This design comes from an exercise in tuning for small area on the open sky130 flow, not from production work. In this exercise RTL edits were held to simulation tests only and were not proved equivalent to the original.

==> indigo <==
## etcher
module etcher (
    input  wire         clk,
    input  wire         rst,
    output wire [10:0]  pc_o,
    input  wire [31:0]  instr_i,
    input  wire [9:0]   lo_i,
    input  wire [9:0]   hi_i,
    input  wire         errhalt_i,
    input  wire         start_i,
    input  wire [9:0]   start_addr_i,
    input  wire         stop_i,
    input  wire [62:0]  ev_i,
    input  wire [23:0]  st_i,
    input  wire [239:0] ch_v_i,
    input  wire [9:0]   ch_new_i,
    input  wire [9:0]   ch_warm_i,
    input  wire         acc_smp_i,
    output wire         bus_req_o,
    output wire [1:0]   bus_op_o,
    output wire [15:0]  bus_addr_o,
    output wire [2:0]   bus_mb_o,
    output wire [2:0]   bus_len_o,
    output wire [63:0]  bus_data_o,
    input  wire         bus_ack_i,
    input  wire         bus_err_i,
    input  wire [15:0]  bus_rdata_i,
    output reg          level_o,
    output reg          pulse_o,
    output reg          kick_o,
    output wire         kick_stop_o,
    output wire [2:0]   kick_etch_o,
    output wire [9:0]   kick_addr_o,
    output reg  [1:0]   state_o,
    output reg          pend_o,
    output reg          stopping_o,
    output reg          halt_o,
    output reg          rej_o,
    output reg          err_o,
    output reg  [2:0]   err_code_o,
    output reg  [10:0]  err_pc_o,
    output wire [63:0]  cnt_o,
    output wire [24:0]  it0_o,
    output wire [24:0]  it1_o
);
clock: 20.0 ns
lec_check: 0
cap_margin: 20
core_margin: 2
core_utilization: 40
slew_margin: 20
standard.sh (not shown) runs the stock make flow with config.mk's settings and CLKGATE_MAP_FILE= SYNTH_SCRIPT=/design/flow/synth_recipe.tcl, a recipe that flattens the netlist after the stock synthesis.
==> flow/flow/run.sh <==
#!/bin/bash
# Own layout flow: the standard ORFS flow (standard.sh) with three changes:
#  - synthesis maps the logic with an area-oriented ABC script (flow/synth.tcl,
#    flow/area.abc); registers are untouched;
#  - every input and output port is buffered with sky130_fd_sc_hd__buf_1;
#  - CTS uses no dummy loads.
# Each tool writes its full output to ORFS's logs under orfs/logs/; make's own
# output goes to flow_make.log in this folder.
set -euo pipefail
export OWN_ABC_SCRIPT="$PWD/flow/area.abc"
bash standard.sh \
  "SYNTH_SCRIPT=$PWD/flow/synth.tcl" \
  'BUFFER_PORTS_ARGS=-buffer_cell sky130_fd_sc_hd__buf_1' \
  'CTS_ARGS=-sink_clustering_enable -repair_clock_nets -dont_use_dummy_load -buf_list sky130_fd_sc_hd__clkbuf_4' \
  finish > flow_make.log 2>&1
==> flow/flow/area.abc <==
strash
balance
rewrite
refactor
balance
rewrite
rewrite -z
balance
refactor -z
rewrite -z
balance
dc2
dch -f
amap -m -F 3 -A 8
topo
==> flow/flow/synth.tcl <==
# The standard flow's synthesis script (synth_recipe.tcl) with one change: ABC maps the
# combinational logic with flow/area.abc (area-oriented) instead of ORFS's
# speed script. The registers come from dfflibmap before ABC runs, so their
# names, count and cell types are those of the standard synthesis.
proc synth {args} { yosys synth -nofsm -noshare {*}$args }
proc abc {args} {
  set i [lsearch -exact $args -script]
  if { $i >= 0 } {
    set args [lreplace $args [expr {$i + 1}] [expr {$i + 1}] $::env(OWN_ABC_SCRIPT)]
  }
  yosys abc {*}$args
}
source $::env(SCRIPTS_DIR)/synth.tcl
# left out here: clear keep_hierarchy, flatten, clean up, hide names made inside functions, write 1_2_yosys.v
==> harbor (differences from indigo) <==
--- a/flow/design.v
+++ b/flow/design.v
@@ -142,16 +142,30 @@
         reg g;
         begin
             g = 1'b1;
             for (k = 0; k < 11; k = k + 1)
                 g = (a[k] & ~b[k]) | ((a[k] | ~b[k]) & g);    
             ge11 = g;
         end
     endfunction
+    function evsel;
+        input [62:0] ev;
+        input [5:0]  sel;
+        reg   [63:0] e;
+        reg   [7:0]  d, g;
+        integer k;
+        begin
+            e = {1'b0, ev};
+            d = 8'd1 << sel[2:0];
+            for (k = 0; k < 8; k = k + 1)
+                g[k] = |(e[8*k +: 8] & d);
+            evsel = g[sel[5:3]];
+        end
+    endfunction
     wire [31:0] w = instr_i;
     wire [2:0]  cls = w[31:29];
     wire [2:0]  vr  = w[28:26];
     wire c_halt = (cls == 3'd0);
     wire c_wait = (cls == 3'd1);
     wire c_act  = (cls == 3'd2);
     wire c_br   = (cls == 3'd3);
     wire c_cnt  = (cls == 3'd4);
@@ -213,43 +227,36 @@
     wire i_bind     = c_cnt  & (vr == 3'd3);
     wire i_ldi      = c_load & (vr == 3'd0);
     wire i_ldt0     = c_load & (vr == 3'd1);
     wire i_ldt1     = c_load & (vr == 3'd2);
     wire i_ldr      = c_load & (vr == 3'd3);
     wire i_lds      = c_load & (vr == 3'd4);
     wire page_bad = (w[15:9] == 7'b0001011);      
     wire [63:0] ev_all = {1'b0, ev_i};
-    wire ev_a = ev_all[eidx];
-    wire ev_b = ev_all[w[13:8]];
-    wire [31:0] st_all = {8'd0, st_i};
-    wire st_hit = (st_all[sidx] == spol);
-    wire [15:0] chn_all = {6'd0, ch_new_i};
-    wire [15:0] chw_all = {6'd0, ch_warm_i};
+    wire ev_a = evsel(ev_i, eidx);
+    wire ev_b = evsel(ev_i, w[13:8]);
+    reg  [7:0]  stg;
+    integer     si;
+    always @* begin
+        for (si = 0; si < 3; si = si + 1)
+            stg[si] = |(st_i[8*si +: 8] & (8'd1 << sidx[2:0]));
+        stg[7:3] = 5'd0;
+    end
+    wire st_hit = stg[sidx[4:3]] == spol;
+    wire [9:0] chd = 10'd1 << chidx;        
     reg [15:0] chv;
-    reg        chnew, chwarm;
+    integer    ci;
     always @* begin
-        chv    = 16'd0;
-        chnew  = 1'b0;
-        chwarm = 1'b0;
-        case (chidx)
-            4'd0: chv = ch_v_i[ 23:  8];
-            4'd1: chv = ch_v_i[ 47: 32];
-            4'd2: chv = ch_v_i[ 71: 56];
-            4'd3: chv = ch_v_i[ 95: 80];
-            4'd4: chv = ch_v_i[119:104];
-            4'd5: chv = ch_v_i[143:128];
-            4'd6: chv = ch_v_i[167:152];
-            4'd7: chv = ch_v_i[191:176];
-            4'd8: chv = ch_v_i[215:200];
-            default: chv = ch_v_i[239:224];
-        endcase
-        chnew  = chn_all[chidx];
-        chwarm = chw_all[chidx];
+        chv = 16'd0;
+        for (ci = 0; ci < 10; ci = ci + 1)
+            chv = chv | (ch_v_i[24*ci+8 +: 16] & {16{chd[ci]}});
     end
+    wire chnew  = |(ch_new_i & chd);
+    wire chwarm = |(ch_warm_i & chd);
     wire [1:0] asel = w[30] ? (w[29] ? w[23:22] : (w[17:16] & {2{~w[27]}})) : w[17:16];
     wire [1:0] bsel = w[28] ? w[20:19] : w[21:20];
     reg [15:0] ca, cb;
     always @* begin
         case (asel)
             2'd0: ca = cnt0;
             2'd1: ca = cnt1;
             2'd2: ca = cnt2;
@@ -372,20 +379,20 @@
         endcase
         if (do_start)
             n_pc = {1'b0, start_addr_i};
     end
     wire cwe_i  = ok & (i_inc | (i_dec & cout) | i_add | i_ldi | i_lds);
     wire cwe_l  = stall_done & ir_ldr & ~stopping_o;
     wire [1:0] wsel = stall ? ir[17:16] : w[17:16];
     wire cwe    = cwe_i | cwe_l;
-    wire hit0 = ev_all[evb0] & ~rst;
-    wire hit1 = ev_all[evb1] & ~rst;
-    wire hit2 = ev_all[evb2] & ~rst;
-    wire hit3 = ev_all[evb3] & ~rst;
+    wire hit0 = evsel(ev_i, evb0) & ~rst;
+    wire hit1 = evsel(ev_i, evb1) & ~rst;
+    wire hit2 = evsel(ev_i, evb2) & ~rst;
+    wire hit3 = evsel(ev_i, evb3) & ~rst;
     wire [15:0] nc0 = inc16(((cwe && wsel == 2'd0) || rst) ? res : cnt0, hit0);
     wire [15:0] nc1 = inc16(((cwe && wsel == 2'd1) || rst) ? res : cnt1, hit1);
     wire [15:0] nc2 = inc16(((cwe && wsel == 2'd2) || rst) ? res : cnt2, hit2);
     wire [15:0] nc3 = inc16(((cwe && wsel == 2'd3) || rst) ? res : cnt3, hit3);
     wire do_bind = ok & i_bind;
     wire ldt0 = ok & i_ldt0;
     wire ldt1 = ok & i_ldt1;
     wire wrap0 = (tpre0 == 16'h895E);
==> flow/flow/run.sh (replaced) <==
#!/bin/bash
# Own layout flow: the standard ORFS flow (standard.sh) with three changes:
#  - synthesis maps the logic with an area-oriented ABC script (flow/synth.tcl,
#    flow/area.abc); registers are untouched;
#  - every input and output port is buffered with sky130_fd_sc_hd__buf_1;
#  - CTS uses clkbuf_4 clock buffers, clusters of up to 8 sinks and no dummy loads.
# Each tool writes its full output to ORFS's logs under orfs/logs/; make's own
# output goes to flow_make.log in this folder.
set -euo pipefail
export OWN_ABC_SCRIPT="$PWD/flow/area.abc"
bash standard.sh \
  "SYNTH_SCRIPT=$PWD/flow/synth.tcl" \
  'BUFFER_PORTS_ARGS=-buffer_cell sky130_fd_sc_hd__buf_1' \
  'CTS_ARGS=-sink_clustering_enable -repair_clock_nets -dont_use_dummy_load -buf_list sky130_fd_sc_hd__clkbuf_4 -sink_clustering_size 8 -sink_clustering_max_diameter 60' \
  finish > flow_make.log 2>&1
==> flow/config.mk (replaced) <==
export PLATFORM = sky130hd
export DESIGN_NAME = etcher
export DESIGN_NICKNAME = etcher
export VERILOG_FILES = /design/flow/design.v
export SDC_FILE = /design/flow/constraint.sdc
export NUM_CORES = 4
export LEC_CHECK = 0
export CAP_MARGIN = 20
export CORE_MARGIN = 2
export CORE_UTILIZATION = 40
export GPL_TIMING_DRIVEN = 0
export SLEW_MARGIN = 20
==> metrics.cfg <==
[timing]
crit_path_time_final_ns = 19.12
final.period_utilization = 0.956

[cells_and_area]
multi_input_area_share = 0.453

[logic_synthesis]
synth_area_in_xor_xnor = 0.000484
synth_top_area_share = 0.235
syn-cell-area_um2 = 18100

[placed_design]
place_ws_ns = -0.164

[run_status]
outcome = timing/DRC/antenna clean

That was harbor.
==> metrics.cfg <==
[drt]
met2_wirelength_um = 43200

[floorplan]
top_level_ports = 685

[logic_synthesis]
synth-edff-count = 99
synth_area_in_xor_xnor = 0
synth_top_area_share = 0.225
combinational_family_with_the_most_area_after_synthesis = compound AO/OA/AOI/OAI gates

[timing]
crit_path_time_final_ns = 18.59
number_of_pins_exceeding_their_max_slew_limit_in_the_final_report = 0
final.period_utilization = 0.930

[cells_and_area]
multi_input_area_share = 0.453
antenna_cells = 9

[run_status]
outcome = timing/DRC/antenna clean

[power_and_ir_drop]
power_spent_charging_and_discharging_nets_uw = 543

[global_routing]
use_met3 = 0.0867
grt_use_total = 0.387

That was indigo.

[separate check: timing with driven ports]
No port has a modelled driver above. Below, the same layouts with a new extraction and two added sets of constraints. Step 1: set_driving_cell puts a clkbuf_16 on clk and a buf_2 on each other input, an assumption about the parent block. Step 2 moves the port delays by t, midway between the first and last clock arrival at a register: inputs arrive t later, outputs are due t later. That takes back most of the time a late clock gives input paths. Slacks: ideal ports / drivers / drivers and shift; pairs: ideal ports / drivers.
run | t, ns | slack for setup (ns) | latest minus earliest clock arrival (ns)
indigo | 0.843 | 1.410 / 1.409 / 0.566 | 0.100 / 0.100
harbor | 0.826 | 0.882 / 0.909 / 0.083 | 0.120 / 0.120
After both steps every run listed still meets setup and hold. The setup slack of indigo, which loses most, moves by -0.001 ns with the drivers and by -0.844 ns with both steps.
